Context: an optimization exercise on an open-source flow, tuned for small area, a short achievable clock period and few clock cycles per item. The choices shown serve that exercise and are no tape-out recipe. RTL that was checked went through simulation tests only; none was proved equivalent to the original. No activity file was given, so power comes from the tool's default toggle rates.

## rafter_sweep
module rafter_sweep (
    input  wire         clk,
    input  wire         rst,
    input  wire         in_valid,
    output reg          in_ready,
    input  wire         first_pass,    
    input  wire         present,       
    input  wire [9:0]   p_i,           
    input  wire [15:0]  p_a,           
    input  wire [2:0]   p_h,           
    input  wire [31:0]  p_t,           
    input  wire [9:0]   ipeak,
    input  wire [31:0]  hold,
    input  wire [9:0]   decay,
    input  wire [3:0]   edge_count,    
    input  wire [63:0]  e_d,           
    input  wire [63:0]  e_a,           
    input  wire [63:0]  e_mask,        
    input  wire [87:0]  e_speed,       
    input  wire [79:0]  s_i,           
    input  wire [127:0] s_a,           
    input  wire [23:0]  s_h,           
    output reg          out_valid,
    input  wire         out_ready,
    output wire [9:0]   q_i,
    output wire [15:0]  q_a,
    output wire [2:0]   q_h,
    output wire [31:0]  q_t,
    output wire         refreshed
);
    function automatic gt10(input [9:0] a, input [9:0] b);
  ...
==> module rafter_sweep, before the edit <==
module rafter_sweep (
    input  wire         clk,
    input  wire         rst,
    input  wire         in_valid,
    output reg          in_ready,
    input  wire         first_pass,    
    input  wire         present,       
    input  wire [9:0]   p_i,           
    input  wire [15:0]  p_a,           
    input  wire [2:0]   p_h,           
    input  wire [31:0]  p_t,           
    input  wire [9:0]   ipeak,
    input  wire [31:0]  hold,
    input  wire [9:0]   decay,
    input  wire [3:0]   edge_count,    
    input  wire [63:0]  e_d,           
    input  wire [63:0]  e_a,           
    input  wire [63:0]  e_mask,        
    input  wire [87:0]  e_speed,       
    input  wire [79:0]  s_i,           
    input  wire [127:0] s_a,           
    input  wire [23:0]  s_h,           
    output reg          out_valid,
    input  wire         out_ready,
    output wire [9:0]   q_i,
    output wire [15:0]  q_a,
    output wire [2:0]   q_h,
    output wire [31:0]  q_t,
    output wire         refreshed
);
    function automatic gt10(input [9:0] a, input [9:0] b);
        integer i;
        reg     cy;
        begin
            cy = 1'b0;
            for (i = 0; i < 10; i = i + 1)
                cy = (a[i] & ~b[i]) | ((a[i] | ~b[i]) & cy);
            gt10 = cy;
        end
    endfunction
    wire [7:0]  pv_d;
    wire [79:0] c_d;
    wire [87:0] sa_lo_d;
    wire [7:0]  sa_hi_d;
    genvar g;
    generate
        for (g = 0; g < 8; g = g + 1) begin : edge_p
            wire [7:0]  a    = e_a[g*8 +: 8];
            wire [7:0]  mask = e_mask[g*8 +: 8];
            wire [9:0]  si   = s_i[g*10 +: 10];
            wire [2:0]  sh   = s_h[g*3 +: 3];
            wire [10:0] df   = {1'b0, si} - {3'b000, a};    
            assign pv_d[g]          = !present && (edge_count > g) && mask[sh] && !df[10];
            assign c_d[g*10 +: 10]  = df[9:0];
            assign sa_lo_d[g*11 +: 11] = s_a[g*16 +: 11];
            assign sa_hi_d[g]       = |s_a[g*16+11 +: 5];
        end
    endgenerate
    reg         v0;
    reg         r_first_pass, r_present;
    reg [9:0]   r_p_i;
    reg [15:0]  r_p_a;
    reg [2:0]   r_p_h;
    reg [31:0]  r_p_t;
    reg [9:0]   r_ipeak;
    reg [31:0]  r_hold;
    reg [9:0]   r_decay;
    reg [7:0]   r_pv;
    reg [79:0]  r_c;
    reg [63:0]  r_e_d;
    reg [87:0]  r_e_speed;
    reg [87:0]  r_s_a;         
    reg [7:0]   r_s_a_hi;      
    reg [23:0]  r_s_h;
    always @(posedge clk) begin
        v0           <= !rst && acc;
        r_first_pass <= first_pass;
        r_present    <= present;
        r_p_i        <= p_i;
        r_p_a        <= p_a;
        r_p_h        <= p_h;
        r_p_t        <= p_t;
        r_ipeak      <= ipeak;
        r_hold       <= hold;
        r_decay      <= decay;
        r_pv         <= pv_d;
        r_c          <= c_d;
        r_e_d        <= e_d;
        r_e_speed    <= e_speed;
        r_s_a        <= sa_lo_d;
        r_s_a_hi     <= sa_hi_d;
        r_s_h        <= s_h;
    end
    wire        inj     = r_first_pass && r_present && (r_p_i < r_ipeak);
    wire        t_zero  = (r_p_t == 32'd0);
    wire        do_dec  = r_first_pass && !r_present && !t_zero;
    wire        do_fade = r_first_pass && !r_present && t_zero;
    wire [9:0]  faded   = (r_p_i > r_decay) ? r_p_i - r_decay : 10'd0;
    wire [9:0]  i0      = inj ? r_ipeak : (do_fade ? faded : r_p_i);
    wire        h_clr   = do_fade && (faded == 10'd0);
    wire        t_hold0 = r_first_pass && r_present;
    wire [31:0] t0      = r_p_t - {31'd0, do_dec};
    wire [7:0]  v;
    wire [9:0]  c  [0:7];
    wire [2:0]  hh [0:7];
    generate
        for (g = 0; g < 8; g = g + 1) begin : edge_q
            wire        d_ok;
            rs_dcmp u_dcmp (
                .d   (r_e_d[g*8 +: 8]),
                .spd (r_e_speed[g*11 +: 11]),
                .sa  (r_s_a[g*11 +: 11]),
                .sa_hi (r_s_a_hi[g]),
                .ok  (d_ok)
            );
            assign v[g]  = r_pv[g] && d_ok && (r_c[g*10 +: 10] != 10'd0);
            assign c[g]  = r_c[g*10 +: 10];
            assign hh[g] = r_s_h[g*3 +: 3];
        end
    endgenerate
    wire [7:0] w;
    generate
        for (g = 0; g < 8; g = g + 1) begin : win
            wire [7:0] beat;
            genvar k;
            for (k = 0; k < 8; k = k + 1) begin : vs
                if (k < g)
                    assign beat[k] = !v[k] || gt10(c[g], c[k]);
                else if (k > g)
                    assign beat[k] = !v[k] || !gt10(c[k], c[g]);
                else
                    assign beat[k] = v[g];
            end
            assign w[g] = &beat;
        end
    endgenerate
    reg [9:0] mc;
    reg [2:0] mh;
    integer   j;
    always @(*) begin
        mc = 10'd0;
        mh = 3'd0;
        for (j = 0; j < 8; j = j + 1) begin
            mc = mc | ({10{w[j]}} & c[j]);
            mh = mh | ({3{w[j]}} & hh[j]);
        end
    end
    wire mv = |v;
    wire take = mv && gt10(mc, i0);
    wire sust = mv && !gt10(i0, mc);
    wire [61:0] res = {
        take ? mc : i0,
        (take || inj) ? 16'd0 : r_p_a,
        take ? mh : (h_clr ? 3'd0 : r_p_h),
        (sust || t_hold0) ? r_hold : t0,
        take || inj
    };
    reg [61:0] hd, s1, s2;
    reg [1:0]  cnt;
    wire       vq     = (cnt != 2'd0);                  
    wire       rdy    = !((cnt == 2'd3) || (cnt == 2'd2 && v0));   
    wire       deliver = vq && out_ready;
    wire       acc    = in_valid && rdy;
    wire [2:0] base   = {1'b0, cnt} + {2'd0, v0};
    wire [1:0] cnt_d  = base[1:0] - 2'd1;
    wire [1:0] cnt_n  = deliver ? cnt_d : base[1:0];
    wire       val_n  = deliver ? (base >= 3'd2) : (base != 3'd0);
    wire       rdy_d  = !acc || (base <= 3'd2);
    wire       rdy_k  = acc ? (base <= 3'd1) : (base <= 3'd2);
    wire       rdy_n  = deliver ? rdy_d : rdy_k;
    always @(posedge clk) begin
        if (!vq || out_ready)               hd <= (cnt >= 2'd2) ? s1 : res;
        if (out_ready || cnt <= 2'd1)       s1 <= (cnt == 2'd3) ? s2 : res;
        if (out_ready || cnt <= 2'd2)       s2 <= res;
    end
    always @(posedge clk) begin
        if (rst) begin
            cnt       <= 2'd0;
            out_valid <= 1'b0;
            in_ready  <= 1'b1;
        end else begin
            cnt       <= cnt_n;
            out_valid <= val_n;
            in_ready  <= rdy_n;
        end
    end
    assign {q_i, q_a, q_h, q_t, refreshed} = hd;
endmodule
clock: 40.0 ns
lec_check: 0
cap_margin: 20
core_margin: 2
core_utilization: 40
slew_margin: 20
synth_hierarchical: 1
synth_minimum_keep_size: 0
standard.sh (not shown) runs the stock make flow with config.mk's settings and CLKGATE_MAP_FILE= SYNTH_SCRIPT=/design/flow/synth_recipe.tcl, a recipe that flattens the netlist after the stock synthesis.
==> flow/flow/run.sh <==
#!/bin/bash
# The standard layout, with the port buffers made of the platform's
# smallest buffer (buf_1), and timing repair asked to leave 30.5 ns of setup
# slack at the design's 40 ns clock.
set -euo pipefail
export BUFFER_PORTS_ARGS="-buffer_cell sky130_fd_sc_hd__buf_1"
export SETUP_SLACK_MARGIN=30.5
export TNS_END_PERCENT=100
bash standard.sh > standard.log 2>&1
Testbench counts at the start, summed over its fixed seeds: cycles 20,496, items 20,480.
Then changed:
--- a/flow/design.v
+++ b/flow/design.v
@@ -54,54 +54,52 @@
             assign c_d[g*10 +: 10]  = df[9:0];
             assign sa_lo_d[g*11 +: 11] = s_a[g*16 +: 11];
             assign sa_hi_d[g]       = |s_a[g*16+11 +: 5];
         end
     endgenerate
+    wire        inj_d   = first_pass && present && (p_i < ipeak);
+    wire        t_zero  = (p_t == 32'd0);
+    wire        do_dec  = first_pass && !present && !t_zero;
+    wire        do_fade = first_pass && !present && t_zero;
+    wire [9:0]  faded   = (p_i > decay) ? p_i - decay : 10'd0;
+    wire [9:0]  i0_d    = inj_d ? ipeak : (do_fade ? faded : p_i);
+    wire [2:0]  h0_d    = (do_fade && faded == 10'd0) ? 3'd0 : p_h;
+    wire [31:0] t0_d    = p_t - {31'd0, do_dec};
     reg         v0;
-    reg         r_first_pass, r_present;
-    reg [9:0]   r_p_i;
+    reg         r_inj, r_t_hold0;
+    reg [9:0]   r_i0;
     reg [15:0]  r_p_a;
-    reg [2:0]   r_p_h;
-    reg [31:0]  r_p_t;
-    reg [9:0]   r_ipeak;
+    reg [2:0]   r_h0;
+    reg [31:0]  r_t0;
     reg [31:0]  r_hold;
-    reg [9:0]   r_decay;
     reg [7:0]   r_pv;
     reg [79:0]  r_c;
     reg [63:0]  r_e_d;
     reg [87:0]  r_e_speed;
     reg [87:0]  r_s_a;         
     reg [7:0]   r_s_a_hi;      
     reg [23:0]  r_s_h;
     always @(posedge clk) begin
         v0           <= !rst && acc;
-        r_first_pass <= first_pass;
-        r_present    <= present;
-        r_p_i        <= p_i;
+        r_inj        <= inj_d;
+        r_t_hold0    <= first_pass && present;
+        r_i0         <= i0_d;
         r_p_a        <= p_a;
-        r_p_h        <= p_h;
-        r_p_t        <= p_t;
-        r_ipeak      <= ipeak;
+        r_h0         <= h0_d;
+        r_t0         <= t0_d;
         r_hold       <= hold;
-        r_decay      <= decay;
         r_pv         <= pv_d;
         r_c          <= c_d;
         r_e_d        <= e_d;
         r_e_speed    <= e_speed;
         r_s_a        <= sa_lo_d;
         r_s_a_hi     <= sa_hi_d;
         r_s_h        <= s_h;
     end
-    wire        inj     = r_first_pass && r_present && (r_p_i < r_ipeak);
-    wire        t_zero  = (r_p_t == 32'd0);
-    wire        do_dec  = r_first_pass && !r_present && !t_zero;
-    wire        do_fade = r_first_pass && !r_present && t_zero;
-    wire [9:0]  faded   = (r_p_i > r_decay) ? r_p_i - r_decay : 10'd0;
-    wire [9:0]  i0      = inj ? r_ipeak : (do_fade ? faded : r_p_i);
-    wire        h_clr   = do_fade && (faded == 10'd0);
-    wire        t_hold0 = r_first_pass && r_present;
-    wire [31:0] t0      = r_p_t - {31'd0, do_dec};
+    wire        inj     = r_inj;
+    wire [9:0]  i0      = r_i0;
+    wire        t_hold0 = r_t_hold0;
     wire [7:0]  v;
     wire [9:0]  c  [0:7];
     wire [2:0]  hh [0:7];
     generate
         for (g = 0; g < 8; g = g + 1) begin : edge_q
@@ -149,12 +147,12 @@
     wire take = mv && gt10(mc, i0);
     wire sust = mv && !gt10(i0, mc);
     wire [61:0] res = {
         take ? mc : i0,
         (take || inj) ? 16'd0 : r_p_a,
-        take ? mh : (h_clr ? 3'd0 : r_p_h),
-        (sust || t_hold0) ? r_hold : t0,
+        take ? mh : r_h0,
+        (sust || t_hold0) ? r_hold : r_t0,
         take || inj
     };
     reg [61:0] hd, s1, s2;
     reg [1:0]  cnt;
     wire       vq     = (cnt != 2'd0);                  
What happened: The changed run produced a clean layout. Wire length shrinks by 5.6%. Die area shrinks by 1.4%. Global-route usage shrinks by 1.1 points. Via count shrinks by 2.0%. Final cell count stays the same. Sequential power shrinks by 2.9%. Combinational power hardly moves. Worst hold slack is worse by 0.013 ns.
For the second run of this note, only the layout was checked, not whether the RTL still works.

## separate check: timing with driven ports
In the flow no input, the clock included, has a driving cell. The finished layouts below were timed again as built, in two steps. Step 1, drivers: a clkbuf_16 drives clk and a buf_2 each remaining input, both assumed. Step 2, shift: input delay + t, output delay - t, t = (earliest + latest rising clock arrival at the registers) / 2. This alone moves slack from input paths to output paths. Three values: ideal ports, drivers, drivers and shift; two values: the first two.
| run | t (ns) | setup slack, ns | hold slack, ns | worst register clock-pin slew, ns |
|---|---|---|---|---|
| the first run | 0.768 | 30.575 / 30.618 / 29.860 | 0.510 / 0.510 / 0.510 | 0.07 / 0.07 |
| the second run | 0.723 | 29.983 / 30.003 / 29.280 | 0.497 / 0.497 / 0.497 | 0.07 / 0.07 |
After both steps every run listed still meets setup and hold. For the first run, which loses most, drivers alone change the setup slack by +0.043 ns; drivers and shift together by -0.715 ns.
